Context: an optimization exercise on an open-source flow, tuned for small area and a short achievable clock period. The choices shown serve that exercise and are no tape-out recipe. Function was checked by simulation only, so behaviour that the tests miss may differ from the original.

## constraint.sdc

```tcl
create_clock -name core_clock -period 45.0 [get_ports {clk}]
set_input_delay 9.0000 -clock core_clock [delete_from_list [all_inputs] [get_ports {clk}]]
set_output_delay 9.0000 -clock core_clock [all_outputs]
set_load 0.01 [all_outputs]
```

## run.sh

```bash
#!/bin/bash
# synth_recipe.tcl (not shown) runs the flow's synth.tcl, then flattens the netlist and writes it again
# the make line also repeats each setting of config.mk as NAME=value (left out here)
make -C /OpenROAD-flow-scripts/flow DESIGN_CONFIG=/design/flow/config.mk WORK_HOME=/design/flow/orfs CLKGATE_MAP_FILE= SYNTH_SCRIPT=/design/flow/synth_recipe.tcl finish
```

## config.mk

```make
export PLATFORM = sky130hd
export DESIGN_NAME = tim_domains
export DESIGN_NICKNAME = tim_domains
export VERILOG_FILES = /design/flow/design.v
export SDC_FILE = /design/flow/constraint.sdc
export NUM_CORES = 4
export LEC_CHECK = 0
export CAP_MARGIN = 20
export CORE_MARGIN = 2
export CORE_UTILIZATION = 40
export SLEW_MARGIN = 20
```

## design.v

```verilog
module tim_domain (
    input  wire        clk,
    input  wire        rst,
    input  wire        w_time,        
    input  wire [47:0] x_sec,
    input  wire [29:0] x_ns,
    input  wire [31:0] x_frac,
    input  wire        w_slew,        
    input  wire [61:0] x_slew,
    input  wire        w_rate,
    input  wire [24:0] x_rate,
    input  wire        w_valid,
    input  wire        w_hold,
    input  wire        x_hold,
    input  wire        w_pend,
    input  wire        x_pend_set,
    input  wire [77:0] x_pend_data,
    input  wire        w_thr,
    input  wire [26:0] x_thr,
    input  wire        w_sstep,
    input  wire [22:0] x_sstep,
    input  wire        w_steps,
    input  wire        w_href,
    input  wire [31:0] x_cnt_a,       
    input  wire        w_jref,
    input  wire [31:0] x_cnt_b,       
    output reg  [47:0] sec,
    output reg  [29:0] ns,
    output reg  [31:0] frac,
    output reg  [24:0] rate,          
    output reg         valid,
    output reg         hold,
    output reg  [61:0] slew,
    output reg  [31:0] steps,
    output reg  [31:0] jumps_refused,
    output reg  [31:0] hold_refused,
    output reg  [26:0] thr125,        
    output reg         pend_set,
    output reg  [77:0] pend_data,
    output wire [61:0] slew_a,        
    output wire [31:0] adv_frac,      
    output wire [1:0]  adv_e,         
    output wire [31:0] p2_frac,       
    output wire [31:0] p2_r,          
    output wire [23:0] slew_ceil,     
    output wire        slew_nz
);
    reg  [22:0] sstep;
    wire [23:0] s_full = {sstep, 1'b0};
    wire [23:0] sl_lo;
    wire        sl_ge;                                   
    td_add #(.W(24), .ARCH(1)) u_slo (.a(slew[23:0]), .b(~s_full), .ci(1'b1), .s(sl_lo), .co(sl_ge));
    wire        sl_hz = (slew[61:24] == 38'd0);
    wire        sl_lt = sl_hz && !sl_ge;                 
    reg  [37:0] sl_hi;
    reg         bw;
    integer     i;
    always @* begin
        bw = !sl_ge;
        for (i = 0; i < 38; i = i + 1) begin
            sl_hi[i] = slew[24 + i] ^ bw;
            bw       = bw & !slew[24 + i];
        end
    end
    assign slew_a = sl_lt ? 62'd0 : {sl_hi, sl_lo};
    wire [23:0] absorb = sl_lt ? slew[23:0] : s_full;
    wire [33:0] f_x = {2'b00, frac};
    wire [33:0] f_y = {{9{rate[24]}}, rate};
    wire [33:0] f_z = ~{10'd0, absorb};
    wire [33:0] f_s = f_x ^ f_y ^ f_z;
    wire [33:0] f_c = {(f_x[32:0] & f_y[32:0]) | (f_x[32:0] & f_z[32:0]) | (f_y[32:0] & f_z[32:0]), 1'b1};
    wire [33:0] f;
    td_add #(.W(34), .ARCH(1)) u_f (.a(f_s), .b(f_c), .ci(1'b0), .s(f), .co());
    assign adv_frac = f[31:0];
    assign adv_e    = 2'd2 + f[33:32];
    wire [2:0]  ns_lo = {1'b0, ns[1:0]} + {1'b0, adv_e};
    wire        wrap  = ns_lo[2] && (ns[29:2] == 28'd249999999);
    reg  [27:0] ns_up;
    reg  [47:0] sec_up;
    reg         cy1, cy2;
    integer     i1, i2;
    always @* begin
        cy1 = ns_lo[2];
        for (i1 = 0; i1 < 28; i1 = i1 + 1) begin
            ns_up[i1] = ns[2 + i1] ^ cy1;
            cy1       = cy1 & ns[2 + i1];
        end
    end
    always @* begin
        cy2 = wrap;
        for (i2 = 0; i2 < 48; i2 = i2 + 1) begin
            sec_up[i2] = sec[i2] ^ cy2;
            cy2        = cy2 & sec[i2];
        end
    end
    wire [29:0] adv_ns = wrap ? {28'd0, ns_lo[1:0]} : {ns_up, ns_lo[1:0]};
    wire [33:0] g_x = {2'b00, frac};
    wire [33:0] g_y = {{9{rate[24]}}, rate};
    wire [33:0] g_z = ~{2'b00, slew[31:0]};
    wire [33:0] g_s = g_x ^ g_y ^ g_z;
    wire [33:0] g_c = {(g_x[32:0] & g_y[32:0]) | (g_x[32:0] & g_z[32:0]) | (g_y[32:0] & g_z[32:0]), 1'b1};
    wire [33:0] g;
    td_add #(.W(34), .ARCH(1)) u_g (.a(g_s), .b(g_c), .ci(1'b0), .s(g), .co());
    assign p2_frac = g[31:0];
    wire [31:0] nh    = ~{2'b00, slew[61:32]};
    wire [2:0]  r_add = 3'd3 + {g[33], g[33:32]};
    wire [3:0]  r_lo  = {1'b0, nh[2:0]} + {1'b0, r_add};
    reg  [28:0] nh_up;
    reg         cy3;
    integer     i3;
    always @* begin
        cy3 = 1'b1;
        for (i3 = 0; i3 < 29; i3 = i3 + 1) begin
            nh_up[i3] = nh[3 + i3] ^ cy3;
            cy3       = cy3 & nh[3 + i3];
        end
    end
    assign p2_r = {r_lo[3] ? nh_up : nh[31:3], r_lo[2:0]};
    reg  [23:0] ceil_up;
    reg         cy4;
    integer     i4;
    always @* begin
        cy4 = slew[37:0] != 38'd0;
        for (i4 = 0; i4 < 24; i4 = i4 + 1) begin
            ceil_up[i4] = slew[38 + i4] ^ cy4;
            cy4         = cy4 & slew[38 + i4];
        end
    end
    assign slew_ceil = ceil_up;
    assign slew_nz   = slew != 62'd0;
    always @(posedge clk) begin
        if (rst) begin
            sec           <= 48'd0;
            ns            <= 30'd0;
            frac          <= 32'd0;
            rate          <= 25'd0;
            valid         <= 1'b0;
            hold          <= 1'b0;
            slew          <= 62'd0;
            steps         <= 32'd0;
            jumps_refused <= 32'd0;
            hold_refused  <= 32'd0;
            thr125        <= 27'd125000;     
            sstep         <= 23'd859000;     
        end else begin
            if (w_time) begin
                sec  <= x_sec;
                ns   <= x_ns;
                frac <= x_frac;
            end else begin
                sec  <= sec_up;
                ns   <= adv_ns;
                frac <= adv_frac;
            end
            slew <= w_slew ? x_slew : slew_a;
            if (w_rate)  rate          <= x_rate;
            if (w_valid) valid         <= 1'b1;
            if (w_hold)  hold          <= x_hold;
            if (w_steps) steps         <= x_cnt_a;
            if (w_href)  hold_refused  <= x_cnt_a;
            if (w_jref)  jumps_refused <= x_cnt_b;
            if (w_thr)   thr125        <= x_thr;
            if (w_sstep) sstep         <= x_sstep;
        end
    end
    always @(posedge clk) begin
        if (w_pend && !rst) begin
            pend_set  <= x_pend_set;
            pend_data <= x_pend_data;
        end
    end
endmodule
module td_add #(
    parameter W    = 8,
    parameter ARCH = 1
) (
    input  wire [W-1:0] a,
    input  wire [W-1:0] b,
    input  wire         ci,
    output wire [W-1:0] s,
    output wire         co
);
    generate
        if (ARCH == 2) begin : g_tool
            assign {co, s} = {1'b0, a} + {1'b0, b} + {{W{1'b0}}, ci};
        end else if (ARCH == 0) begin : g_ripple
            reg [W-1:0] sr;
            reg         c;
            integer     i;
            always @* begin
                c = ci;
                for (i = 0; i < W; i = i + 1) begin
                    sr[i] = a[i] ^ b[i] ^ c;
                    c     = (a[i] & b[i]) | (c & (a[i] ^ b[i]));
                end
            end
            assign s  = sr;
            assign co = c;
        end else begin : g_bk
            reg [W-1:0] gg, pp, p0;
            integer     l, i;
            always @* begin
                p0 = a ^ b;
                gg = a & b;
                pp = p0;
                gg[0] = gg[0] | (pp[0] & ci);
                for (l = 0; (1 << l) < W; l = l + 1)
                    for (i = 0; i < W; i = i + 1)
                        if (((i + 1) % (1 << (l + 1))) == 0) begin
                            gg[i] = gg[i] | (pp[i] & gg[i - (1 << l)]);
                            pp[i] = pp[i] & pp[i - (1 << l)];
                        end
                for (l = 20; l >= 0; l = l - 1)
                    if ((2 << l) < W)
                        for (i = 0; i < W; i = i + 1)
                            if (i >= (2 << l) && ((i + 1) % (2 << l)) == (1 << l)) begin
                                gg[i] = gg[i] | (pp[i] & gg[i - (1 << l)]);
                                pp[i] = pp[i] & pp[i - (1 << l)];
                            end
            end
            assign s  = p0 ^ {gg[W-2:0], ci};
            assign co = gg[W-1];
        end
    endgenerate
endmodule
module tim_domains (
    input  wire        clk,
    input  wire        rst,             
    input  wire        cmd_valid,
    input  wire [2:0]  cmd_op,
    input  wire        cmd_dom,
    input  wire [77:0] cmd_data,
    input  wire        rd_dom,
    output wire [47:0] rd_sec,
    output wire [29:0] rd_ns,
    output wire [31:0] rd_frac,
    output wire [31:0] rd_rate,
    output wire        rd_valid,
    output wire        rd_holdover,
    output wire        rd_slewing,
    output wire [23:0] rd_slew_left,    
    output wire [31:0] rd_steps,
    output wire [31:0] rd_jumps_refused,
    output wire [31:0] rd_hold_refused
);
    localparam [2:0] OP_RATE   = 3'd0;
    localparam [2:0] OP_ADJ    = 3'd1;
    localparam [2:0] OP_SET    = 3'd2;
    localparam [2:0] OP_RESUME = 3'd3;
    localparam [2:0] OP_FORCE  = 3'd4;
    localparam [2:0] OP_THRESH = 3'd5;
    localparam [2:0] OP_SLEW   = 3'd6;
    localparam [31:0] RATE_MIN    = -32'sd8589935;
    localparam [30:0] RATE_MIN_LO = RATE_MIN[30:0];
    wire [47:0] sec   [0:1];
    wire [29:0] ns    [0:1];
    wire [31:0] frac  [0:1];
    wire [24:0] rate  [0:1];
    wire        valid [0:1];
    wire        hold  [0:1];
    wire [61:0] slew  [0:1];
    wire [31:0] steps [0:1];
    wire [31:0] jref  [0:1];
    wire [31:0] href  [0:1];
    wire [26:0] thr   [0:1];
    wire        pset  [0:1];
    wire [77:0] pdata [0:1];
    wire [61:0] slewa [0:1];
    wire [31:0] afrac [0:1];
    wire [1:0]  ae    [0:1];
    wire [31:0] pfrac [0:1];
    wire [31:0] pr    [0:1];
    wire [23:0] sceil [0:1];
    wire        snz   [0:1];
    wire        w_time, w_slew, w_rate, w_valid, w_hold, w_pend;
    wire        w_thr, w_sstep, w_steps, w_jref, w_href;
    wire [47:0] x_sec;
    wire [29:0] x_ns;
    wire [31:0] x_frac;
    wire [61:0] x_slew;
    wire [24:0] x_rate;
    wire        x_hold;
    wire [26:0] x_thr;
    wire [22:0] x_sstep;
    wire [31:0] x_cnt_a, x_cnt_b;
    genvar d;
    generate
        for (d = 0; d < 2; d = d + 1) begin : dom
            wire hit = cmd_valid && (cmd_dom == d);
            tim_domain u_dom (
                .clk           (clk),
                .rst           (rst),
                .w_time        (hit && w_time),
                .x_sec         (x_sec),
                .x_ns          (x_ns),
                .x_frac        (x_frac),
                .w_slew        (hit && w_slew),
                .x_slew        (x_slew),
                .w_rate        (hit && w_rate),
                .x_rate        (x_rate),
                .w_valid       (hit && w_valid),
                .w_hold        (hit && w_hold),
                .x_hold        (x_hold),
                .w_pend        (hit && w_pend),
                .x_pend_set    (cmd_op == OP_SET),
                .x_pend_data   (cmd_data),
                .w_thr         (hit && w_thr),
                .x_thr         (x_thr),
                .w_sstep       (hit && w_sstep),
                .x_sstep       (x_sstep),
                .w_steps       (hit && w_steps),
                .w_href        (hit && w_href),
                .x_cnt_a       (x_cnt_a),
                .w_jref        (hit && w_jref),
                .x_cnt_b       (x_cnt_b),
                .sec           (sec[d]),
                .ns            (ns[d]),
                .frac          (frac[d]),
                .rate          (rate[d]),
                .valid         (valid[d]),
                .hold          (hold[d]),
                .slew          (slew[d]),
                .steps         (steps[d]),
                .jumps_refused (jref[d]),
                .hold_refused  (href[d]),
                .thr125        (thr[d]),
                .pend_set      (pset[d]),
                .pend_data     (pdata[d]),
                .slew_a        (slewa[d]),
                .adv_frac      (afrac[d]),
                .adv_e         (ae[d]),
                .p2_frac       (pfrac[d]),
                .p2_r          (pr[d]),
                .slew_ceil     (sceil[d]),
                .slew_nz       (snz[d])
            );
        end
    endgenerate
    wire        c       = cmd_dom;
    wire [47:0] sec_c   = sec[c];
    wire [29:0] ns_c    = ns[c];
    wire        valid_c = valid[c];
    wire        hold_c  = hold[c];
    wire [29:0] thr_c   = {thr[c], 3'd0};
    wire        pset_c  = pset[c];
    wire [77:0] pdata_c = pdata[c];
    wire [61:0] slewa_c = slewa[c];
    wire is_rate  = cmd_op == OP_RATE;
    wire is_adj   = cmd_op == OP_ADJ;
    wire is_set   = cmd_op == OP_SET;
    wire is_res   = cmd_op == OP_RESUME;
    wire is_force = cmd_op == OP_FORCE;
    wire is_thr   = cmd_op == OP_THRESH;
    wire is_slew  = cmd_op == OP_SLEW;
    wire is_jump  = is_adj || is_set;
    wire [29:0] H   = slewa_c[61:32];
    wire [31:0] L   = slewa_c[31:0];
    wire        Lnz = L != 32'd0;
    wire [47:0] set_sec = cmd_data[77:30];
    wire [29:0] set_ns  = cmd_data[29:0];
    wire [48:0] dsec;
    td_add #(.W(49), .ARCH(1)) u_dsec (.a({1'b0, set_sec}), .b(~{1'b0, sec_c}), .ci(1'b1), .s(dsec), .co());
    wire near = ((dsec[48:2] == 47'd0) && (dsec[1:0] != 2'd3)) ||
                ((dsec[48:2] == {47{1'b1}}) && dsec[1]);
    wire [2:0]  dsl = set_sec[2:0] - sec_c[2:0];
    reg  [34:0] kd;
    always @* begin
        case (dsl)
            3'd1:    kd = 35'd1000000000;
            3'd2:    kd = 35'd2000000000;
            3'd7:    kd = -35'sd1000000000;
            3'd6:    kd = -35'sd2000000000;
            default: kd = 35'd0;
        endcase
    end
    wire [34:0] ds_x = {5'd0, set_ns};
    wire [34:0] ds_y = ~{5'd0, ns_c};
    wire [34:0] ds_s = ds_x ^ ds_y ^ kd;
    wire [34:0] ds_c = {(ds_x[33:0] & ds_y[33:0]) | (ds_x[33:0] & kd[33:0]) | (ds_y[33:0] & kd[33:0]), 1'b1};
    wire [34:0] dset;
    td_add #(.W(35), .ARCH(1)) u_dset (.a(ds_s), .b(ds_c), .ci(1'b0), .s(dset), .co());
    wire [34:0] delta = is_set ? dset : {{3{cmd_data[31]}}, cmd_data[31:0]};
    wire [34:0] c1s;
    td_add #(.W(35), .ARCH(1)) u_c1 (.a(delta), .b(~{5'd0, thr_c}), .ci(1'b0), .s(c1s), .co());
    wire [34:0] hd;
    td_add #(.W(35), .ARCH(1)) u_hd (.a({5'd0, H}), .b(~delta), .ci(1'b1), .s(hd), .co());
    wire [34:0] c2_x = delta;
    wire [34:0] c2_y = {5'd0, thr_c};
    wire [34:0] c2_z = ~{5'd0, H};
    wire [34:0] c2_s = c2_x ^ c2_y ^ c2_z;
    wire [34:0] c2_c = {(c2_x[33:0] & c2_y[33:0]) | (c2_x[33:0] & c2_z[33:0]) | (c2_y[33:0] & c2_z[33:0]), !Lnz};
    wire [34:0] c2r;
    td_add #(.W(35), .ARCH(1)) u_c2 (.a(c2_s), .b(c2_c), .ci(1'b0), .s(c2r), .co());
    wire refuse   = (is_set && !near) || !c1s[34] || (delta[34] && c2r[34]);
    wire stepcase = hd[34];
    wire jump_ok  = is_jump && valid_c && !hold_c && !refuse;
    wire jump_ref = is_jump && valid_c && !hold_c && refuse;
    wire forcing  = is_force && hold_c;
    wire fadj     = forcing && !pset_c;
    wire fset     = forcing && pset_c;
    wire load0    = is_set && !valid_c;
    wire [34:0] s_x = is_set ? 35'd0 : {5'd0, ns_c};
    wire [34:0] s_y = is_force ? {{3{pdata_c[31]}}, pdata_c[31:0]} :
                      is_set   ? {5'd0, set_ns} :
                                 {{3{cmd_data[31]}}, cmd_data[31:0]};
    wire [34:0] s_z = is_force ? {33'd0, ae[c]} : {{3{pr[c][31]}}, pr[c]};
    wire [34:0] s_s = s_x ^ s_y ^ s_z;
    wire [34:0] s_c = {(s_x[33:0] & s_y[33:0]) | (s_x[33:0] & s_z[33:0]) | (s_y[33:0] & s_z[33:0]), 1'b0};
    wire [34:0] s;
    td_add #(.W(35), .ARCH(1)) u_s (.a(s_s), .b(s_c), .ci(1'b0), .s(s), .co());
    function ge_c(input [34:0] x, input [34:0] cst);
        integer n;
        begin
            ge_c = 1'b1;
            for (n = 0; n < 35; n = n + 1)
                ge_c = cst[n] ? (x[n] & ge_c) : (x[n] | ge_c);
        end
    endfunction
    wire [34:0] s_u  = {~s[34], s[33:0]};
    wire ge_p3 = ge_c(s_u, 35'd3000000000 ^ (35'd1 << 34));
    wire ge_p2 = ge_c(s_u, 35'd2000000000 ^ (35'd1 << 34));
    wire ge_p1 = ge_c(s_u, 35'd1000000000 ^ (35'd1 << 34));
    wire ge_0  = !s[34];
    wire ge_m1 = ge_c(s_u, (-35'sd1000000000) ^ (35'd1 << 34));
    wire ge_m2 = ge_c(s_u, (-35'sd2000000000) ^ (35'd1 << 34));
    reg  [3:0]  k;
    always @* begin
        if      (ge_p3) k = 4'd3;
        else if (ge_p2) k = 4'd2;
        else if (ge_p1) k = 4'd1;
        else if (ge_0)  k = 4'd0;
        else if (ge_m1) k = 4'd15;
        else if (ge_m2) k = 4'd14;
        else            k = 4'd13;
    end
    reg  [29:0] kns;
    always @* begin
        case (k)
            4'd3:    kns = 30'h0d2fa200;   
            4'd2:    kns = 30'h08ca6c00;
            4'd1:    kns = 30'h04653600;
            4'd15:   kns = 30'h3b9aca00;
            4'd14:   kns = 30'h37359400;
            4'd13:   kns = 30'h32d05e00;
            default: kns = 30'd0;
        endcase
    end
    wire [29:0] st_ns;
    td_add #(.W(30), .ARCH(1)) u_stns (.a(s[29:0]), .b(kns), .ci(1'b0), .s(st_ns), .co());
    wire [3:0]  kk    = k + (is_set ? dsec[3:0] : 4'd0);
    wire [4:0]  sl5   = {2'b00, sec_c[2:0]} + {kk[3], kk};
    wire        up1   = !sl5[4] && sl5[3];
    wire        dn1   = sl5[4];
    reg  [44:0] sec_hi;
    reg         ao, az;
    integer     j1;
    always @* begin
        ao = up1;
        az = dn1;
        for (j1 = 0; j1 < 45; j1 = j1 + 1) begin
            sec_hi[j1] = sec_c[3 + j1] ^ (ao | az);
            ao         = ao & sec_c[3 + j1];
            az         = az & !sec_c[3 + j1];
        end
    end
    wire [47:0] st_sec = {sec_hi, sl5[2:0]};
    wire        loading = load0 || fset;
    wire [77:0] ld      = fset ? pdata_c : cmd_data;
    assign w_time = loading || fadj || (jump_ok && stepcase);
    assign x_sec  = loading ? ld[77:30] : st_sec;
    assign x_ns   = loading ? ld[29:0]  : st_ns;
    assign x_frac = loading ? 32'd0     : (is_force ? afrac[c] : pfrac[c]);
    assign w_slew = jump_ok || fset;
    assign x_slew = (fset || stepcase) ? 62'd0 : {hd[29:0], L};
    wire [31:0] rate_in = cmd_data[31:0];
    wire rate_hi = !rate_in[31] && ge_c({4'd0, rate_in[30:0]}, 35'd8589936);
    wire rate_lo =  rate_in[31] && !ge_c({4'd0, rate_in[30:0]}, {4'd0, RATE_MIN_LO});
    assign w_rate = is_rate && !hold_c;
    assign x_rate = rate_hi ? 25'd8589935 : rate_lo ? -25'sd8589935 : rate_in[24:0];
    assign w_valid = load0;
    assign w_hold  = jump_ref || is_res || is_force;
    assign x_hold  = jump_ref;
    assign w_pend  = jump_ref;
    wire [19:0] thr_in  = (cmd_data[19:0] == 20'd0) ? 20'd1 : cmd_data[19:0];
    assign w_thr   = is_thr;
    assign x_thr   = {thr_in, 7'd0} - {5'd0, thr_in, 2'd0} + {7'd0, thr_in};     
    wire [11:0] ppm_in  = cmd_data[11:0];
    wire [9:0]  ppm_eff = (ppm_in == 12'd0) ? 10'd1 : (ppm_in > 12'd1000) ? 10'd1000 : ppm_in[9:0];
    assign w_sstep = is_slew;
    assign x_sstep = ppm_eff * 23'd4295;
    wire inc_href  = hold_c && (is_rate || (is_jump && valid_c));
    wire inc_steps = load0 || forcing || (jump_ok && stepcase);
    wire [31:0] cnt_a = (hold_c && !is_force) ? href[c] : steps[c];
    wire [31:0] cnt_b = jref[c];
    reg  [31:0] inc_a, inc_b;
    reg         ca, cb;
    integer     j2;
    always @* begin
        ca = 1'b1;
        cb = 1'b1;
        for (j2 = 0; j2 < 32; j2 = j2 + 1) begin
            inc_a[j2] = cnt_a[j2] ^ ca;
            ca        = ca & cnt_a[j2];
            inc_b[j2] = cnt_b[j2] ^ cb;
            cb        = cb & cnt_b[j2];
        end
    end
    assign x_cnt_a = ca ? cnt_a : inc_a;           
    assign x_cnt_b = cb ? cnt_b : inc_b;
    assign w_steps = inc_steps;
    assign w_jref  = jump_ref;
    assign w_href  = inc_href;
    assign rd_sec           = sec[rd_dom];
    assign rd_ns            = ns[rd_dom];
    assign rd_frac          = frac[rd_dom];
    assign rd_rate          = {{7{rate[rd_dom][24]}}, rate[rd_dom]};
    assign rd_valid         = valid[rd_dom];
    assign rd_holdover      = hold[rd_dom];
    assign rd_slewing       = snz[rd_dom];
    assign rd_slew_left     = sceil[rd_dom];
    assign rd_steps         = steps[rd_dom];
    assign rd_jumps_refused = jref[rd_dom];
    assign rd_hold_refused  = href[rd_dom];
endmodule
```

==> results of run 1 <==
==> registers in the layout (all words and copies together), names as in the netlist, 46 cells and up <==
register                 flops
dom.u_dom.ns                60
dom.u_dom.hold_refused      64
dom.u_dom.sec               96
dom.u_dom.sstep             46
dom.u_dom.frac              64
dom.u_dom.pend_data        156
dom.u_dom.slew             124
dom.u_dom.thr125            54
dom.u_dom.steps             64
dom.u_dom.jumps_refused     64
dom.u_dom.rate              50
==> cells in the mapped netlist (all sizes together) (52+ instances only) <==
cell,instances
mux2i,271
a211oi,269
o22ai,95
nor3,91
xor2,126
nor4,67
edfxtp,158
dfxtp,690
mux2,295
nand3b,61
nand4,52
nand2,631
clkbuf,297
nor2b,56
ha,967
buf,111
a21o,144
inv,831
nand2b,84
o21bai,75
o21ai,418
a21oi,374
fa,398
nor2,645
xnor2,130
nand3,98
==> critical path: cells and delay by family <==
kind                       cells  cell delay, ns
AOI/OAI and AO/OA             26            6.13
and+or+nand+nor                9            1.15
buffers and inverters          6            2.91
muxes                          1            0.44
xor gates and xnor gates       3            0.62
adders and majority gates      6            1.83
==> kinds of logic (layout without fill, tap and decap cells) <==
| kind of cell | count (synthesis) | in the layout | synth area share |
|---|---|---|---|
| other | 0 | 8 | 0 |
| buffers and inverters | 1240 | 1474 | 0.0658 |
| and+or+nand+nor | 2003 | 2003 | 0.128 |
| muxes | 613 | 613 | 0.0968 |
| adders and majority gates | 1366 | 1366 | 0.274 |
| DFF | 848 | 848 | 0.253 |
| xor gates and xnor gates | 257 | 257 | 0.0309 |
| AOI/OAI and AO/OA | 1711 | 1711 | 0.151 |
==> worst max-delay path by stage <==
stage	start	end	slack (ns)	cells past startpoint
floorplan	cmd_dom	dom[1].u_dom.pend_data[0]	21.74	46
global placement	cmd_dom	dom[0].u_dom.ns[29]	22.87	51
detailed placement	cmd_dom	dom[0].u_dom.ns[29]	22.73	51
CTS	cmd_dom	dom[0].u_dom.ns[29]	23.50	51
global route	cmd_dom	dom[0].u_dom.ns[29]	22.52	51
finish	cmd_dom	dom[0].u_dom.ns[29]	23.36	51
==> stage by stage <==
| stage | cells |
|---|---|
| after floorplan | 8038 |
| after global placement | 10500 |
| after detailed placement | 10500 |
| after CTS | 10700 |
| after global routing | 10700 |
| final | 10700 |
==> metal layers <==
| metal | up-vias | global-route usage |
|---|---|---|
| li1 | 28400 | - |
| met2 | 1903 | 0.433 |
| met5 | - | 0 |
| met1 | 29300 | 0.343 |
| met4 | 4 | 0.147 |
| met3 | 498 | 0.0342 |
==> cell type report <==
type / instances / area (um2)
Clock inverter: 50 / 678
Clock buffer: 138 / 2910
Tap cell: 2385 / 2980
Antenna cell: 8 / 20.0
Multi-Input combinational cell: 5950 / 50100
Inverter: 832 / 3120
Fill cell: 17400 / 99800
Timing Repair Buffer: 454 / 4330
Sequential cell: 848 / 18600
==> summary.txt, run 1 <==
1st-pass router iterations: 6
CP Data Required Time: 45.61 ns
Die ar.: 187,000 um2
CTS tree: built
synth top area cells: dfxtp_1, ha_1, fa_1
Layout Nets: 9,639
CTS Sinks: 848
Yosys top cell area share: 0.188
htree depth: 3
fin crit share: 0.481
Tmin final: 21.64 ns
Final setup violation count: 0
Layout area overhead: 12.8%
Remaining Overflow, GRT: 0
Worst path slowest cell: buf_4
Hold Crit Start: dom[0].u_dom.thr125[10]
vias in the first global route: 59.9k
max layer used: met5
Top Ports: 351
row count: 157
Cells after Synth: 8,038
kind of critical path: in -> reg
R2R Path End: dom[0].u_dom.sec[46]
crit-path max FO: 72
routed length on met3: 13.5 mm
worst hold slack: 0.455 ns
post-route core utilization: 0.453
Synth cell types: 95
outcome: no timing/DRC/antenna violations
most frequent cells in the layout: ha_1, inv_1, dfxtp_1
slew margin rel.: 0.117
Final Worst Setup Slack: 23.36 ns
asr flop ratio synth: 0
post-synth top area cell: dfxtp_1
Max-Cap Viols: 0
max-slew violations: 0
CTS Hold Bufs: 0
Net Count, Synth: 9,489
RR Startpoint: dom[0].u_dom.slew[43]
commonest non-fill, non-tap cell in the layout: ha_1
drt via density: 5.64
slack of the worst reg-to-reg path: 24.99 ns
Buffers on Ports: 350
Data arrival, critical path: 22.25 ns
Die Height: 432 um
sequential share of the synthesized area: 0.253
Hold Path Sink: dom[0].u_dom.thr125[10]
initial antenna violation count: 16
Worst Reg2Reg Path Length in Cells: 77
pin count of the biggest net entering global routing: 185
post-cts resize count: 0
Initial DRC Count: 4,493
HPWL after DPL: 196 mm
max incr delay on CP: 0.73 ns
Startpoint Class: input pin
post-DR wirelength/cell: 23.7 um
maximum clock path buffer count: 3
Cell Area, Synth: 73,300 um2
Top FF cell, synth: dfxtp_1
Worst path most repeated cell: a21oi_1
DRC viols: 0
Fmax achieved: 46.2 MHz
Worst-Margin Slew: 1.32 ns
#FFs+latches synth: 848
Post CTS Setup Buffer Count: 0
Yosys warnings: 7
met2 wire length: 116 mm
Placed Area: 79,100 um2
clk latency of the worst-skew pair: 0.76 ns
Avg Synthesized Cell Area: 9.12 um2
Initial Utilization: 0.402
Hold Vio Cnt, Final: 0
Die Wd: 432 um
Total Routing Usage GR: 0.267
Design Area, Final: 82,700 um2
final wirelength: 253 mm
worst-case clock skew: 0.0621 ns
gp weighted congestion: 0.959
Reg clk slew, reported paths: 0.07 ns
via count: 60.1k
RSZ-0062 raised after global routing: false
Hold Path Depth: 2
met1 wire length: 108 mm
Num CTS Buffers: 102
core footprint: 182,000 um2
DP Worst Slack: 22.73 ns
Hold Path Class: reg -> reg
setup_tns: 0 ns
Antenna Violating Nets Remaining: 0
root buffer cell: clkbuf_16
EDFF count, synth: 158
first-pass GRT wire length: 379 mm
layout cells sized above 1: 0.0872
CP Capture Type: flop
==> run 2, diff against run 1 <==
--- a/config.mk
+++ b/config.mk
@@ -5,7 +5,7 @@
 export SDC_FILE = /design/flow/constraint.sdc
 export NUM_CORES = 4
 export LEC_CHECK = 0
-export CAP_MARGIN = 20
+export CAP_MARGIN = 70
 export CORE_MARGIN = 2
 export CORE_UTILIZATION = 40
-export SLEW_MARGIN = 20
+export SLEW_MARGIN = 70
==> run 2 against run 1 <==
Net effect:
- still clean
- fmax grew 7.9%
- critical path depth shrank 44
- largest cell class unchanged
==> summary.txt, run 2 <==
outcome: no timing/DRC/antenna violations
EDFF count, synth: 158 (unchanged)
most common cell in the synthesized netlist: ha_1
HPWL after DPL: 203 mm (+3.4%)
initial antenna violation count: 14 (-2)
layout cells sized above 1: 0.125 (+0.0380)
Antenna Violating Nets Remaining: 0 (unchanged)
Final setup violation count: 0 (unchanged)
DRC viols: 0 (unchanged)
Die Height: 432 um (unchanged)
RSZ-0062 raised after global routing: false
most frequent cells in the layout: ha_1, inv_1, dfxtp_1
Layout Nets: 9,725 (+0.89%)
Top FF cell, synth: dfxtp_1
slew margin rel.: 0.688 (+0.571)
drt via density: 5.63 (about the same)
sequential share of the synthesized area: 0.253 (unchanged)
crit-path leading delay family: buffers and inverters
worst-case clock skew: 0.0826 ns (+0.0205 ns)
max-slew violations: 0 (unchanged)
Initial DRC Count: 4,375 (-2.6%)
R2R Path End: dom[1].u_dom.sec[47]
gp weighted congestion: 0.959 (unchanged)
synth top area cells: dfxtp_1, ha_1, fa_1
Yosys warnings: 7 (unchanged)
pin count of the biggest net entering global routing: 68 (-63%)
htree depth: 3 (unchanged)
worst hold slack: 0.454 ns (-0.000451 ns)
synth cell count leaders: ha_1, inv_1, dfxtp_1, nor2_1, nand2_1
post-DR wirelength/cell: 23.7 um (about the same)
Cell Area, Synth: 73,300 um2 (unchanged)
Fmax achieved: 49.8 MHz (+7.9%)
Worst Reg2Reg Path Length in Cells: 84 (+9.1%)
1st-pass router iterations: 5 (-1)
root buffer cell: clkbuf_16
post-cts resize count: 0 (unchanged)
setup_tns: 0 ns (unchanged)
CTS Hold Bufs: 0 (unchanged)
Initial Utilization: 0.402 (unchanged)
Top Ports: 351 (unchanged)
asr flop ratio synth: 0 (unchanged)
Buffers on Ports: 350 (unchanged)
Startpoint Class: input pin
post-synth top area cell: dfxtp_1
Remaining Overflow, GRT: 0 (unchanged)
Die Wd: 432 um (unchanged)
Cells after Synth: 8,038 (unchanged)
max reg flops: 156 (unchanged)
RR Startpoint: dom[1].u_dom.slew[2]
CP Capture Type: primary output
worst path cell trace: buf_8 -> buf_8 -> buf_8 -> buf_12 -> buf_12 -> mux2_2 -> clkdlybuf4s50_1
clk latency of the worst-skew pair: 0.76 ns (about the same)
Crit path buffers/inverters: 6 (unchanged)
core footprint: 182,000 um2 (unchanged)
Worst-Margin Slew: 0.458 ns (-0.858 ns)
maximum clock path buffer count: 3 (unchanged)
fin crit share: 0.446 (-0.0351)
Post CTS Setup Buffer Count: 0 (unchanged)
Layout area overhead: 17.1%
Avg Synthesized Cell Area: 9.12 um2 (unchanged)
Worst path most repeated cell: buf_8
Max-Cap Viols: 0 (unchanged)
Regs by FF count: dom.u_dom.pend_data (156), dom.u_dom.slew (124), dom.u_dom.sec (96)
first-pass GRT wire length: 382 mm (+0.91%)
Final Worst Setup Slack: 24.94 ns (+1.58 ns)
crit path launch: rd_dom
via count: 60.6k (+0.79%)
Num CTS Buffers: 105 (+2.9%)
Top reg by flops: dom.u_dom.pend_data
crit-path max FO: 46 (-36%)
CP Data Required Time: 36.00 ns (-9.61 ns)
Net Count, Synth: 9,489 (unchanged)
Yosys top cell area share: 0.188 (unchanged)
Hold Vio Cnt, Final: 0 (unchanged)
slack of the worst reg-to-reg path: 25.81 ns (+0.82 ns)
commonest non-fill, non-tap cell in the layout: ha_1
row count: 157 (unchanged)
Die ar.: 187,000 um2 (unchanged)
Worst path depth: 7 (-86%)
Hold Path Class: reg -> reg
Tmin final: 20.06 ns (-1.58 ns)
max incr delay on CP: 0.48 ns (-0.25 ns)
CTS tree: built
Synth cell types: 95 (unchanged)
CTS Sinks: 848 (unchanged)
Worst Setup EP: rd_slew_left[12]
final wirelength: 255 mm (+0.76%)
Worst path slowest cell: clkdlybuf4s50_1
Total Routing Usage GR: 0.269 (+0.00227)
vias in the first global route: 60.9k (+1.7%)
kind of critical path: in -> out
Data arrival, critical path: 11.06 ns (-11.19 ns)
DP Worst Slack: 24.26 ns (+1.52 ns)
Reg clk slew, reported paths: 0.05 ns (-0.02 ns)
#FFs+latches synth: 848 (unchanged)
## run 2: per-stage QoR
| step | instance area [um2] | utilization | cells |
|---|---|---|---|
| 3_5_place_dp | 81700 | 0.448 | 10500 |
| 4_1_cts | 85300 | 0.468 | 10700 |
| 6_report | 85900 | 0.470 | 10800 |
| 2_1_floorplan | 73300 | - | 8038 |
| 3_3_place_gp | 79100 | 0.433 | 10500 |
| 5_1_grt | 85800 | 0.470 | 10800 |
## run 2: worst register-to-register path, delay by kind of cell (launching register included)
kind,cells,cell delay [ns]
fa+ha+maj,53,11.85
xor+xnor,1,0.13
simple gates,6,0.95
buf+inv,5,1.15
flops,1,0.48
compound gates,19,4.55
## run 2: cell type report
class | instances | area [um2]
flip-flops and latches | 848 | 18600
well taps | 2385 | 2980
multi-input cells | 5950 | 51700
clock buffers | 132 | 2860
repair buffers | 537 | 5910
diodes | 4 | 10.0
inverters | 832 | 3130
fillers | 17100 | 96600
clock inverters | 66 | 749
## run 2: kinds of logic after synthesis
group,Yosys count,synth area share
xor gates and xnor gates,257,0.0309
muxes,613,0.0968
and+or+nand+nor,2003,0.128
adders and majority gates,1366,0.274
DFF,848,0.253
buffers and inverters,1240,0.0658
AOI/OAI and AO/OA,1711,0.151
## run 2: per-layer routing
layer	vias to the layer above	GRT usage	routed length (um)
met4	2	0.148	15900
met2	1921	0.443	118000
li1	28600	-	-
met1	29500	0.345	107000
met5	-	0	17
met3	521	0.0291	13500
## run 2: worst min path at each step
stage	cells after the start	slack, ns	endpoint	startpoint
after global routing	2	0.47	dom[1].u_dom.thr125[19]	dom[1].u_dom.thr125[19]
final	2	0.45	dom[0].u_dom.thr125[7]	dom[0].u_dom.thr125[7]
after CTS	2	0.45	dom[0].u_dom.sstep[20]	dom[0].u_dom.sstep[20]
after global placement	2	0.44	dom[1].u_dom.sstep[20]	dom[1].u_dom.sstep[20]
after detailed placement	2	0.45	dom[0].u_dom.sstep[20]	dom[0].u_dom.sstep[20]
after floorplan	2	0.43	dom[0].u_dom.thr125[19]	dom[0].u_dom.thr125[19]

-- re-timing with driven ports --
The flow's constraints put no driver on any port. The routed layouts listed below were extracted and timed again, unchanged, in two steps.
Step 1 sets driving cells, clkbuf_16 on the clock port and buf_2 on the other inputs (assumed; they add their load-dependent delay and slew).
Step 2, shift: input delay + t, output delay - t, t = (earliest + latest rising clock arrival at the registers) / 2. This alone moves slack from input paths to output paths.
Slacks: no drivers / after step 1 / after step 2; pairs: no drivers / after step 1.
run	shift t [ns]	setup WS [ns]	cell pins on the clock port's net
run 1	0.817	23.360 / 23.393 / 22.576	1
run 2	0.809	24.939 / 24.888 / 24.242	1
After both steps setup and hold are still met in every run listed. The setup slack of run 1, which loses most, moves by +0.033 ns with the drivers and by -0.784 ns with both steps.
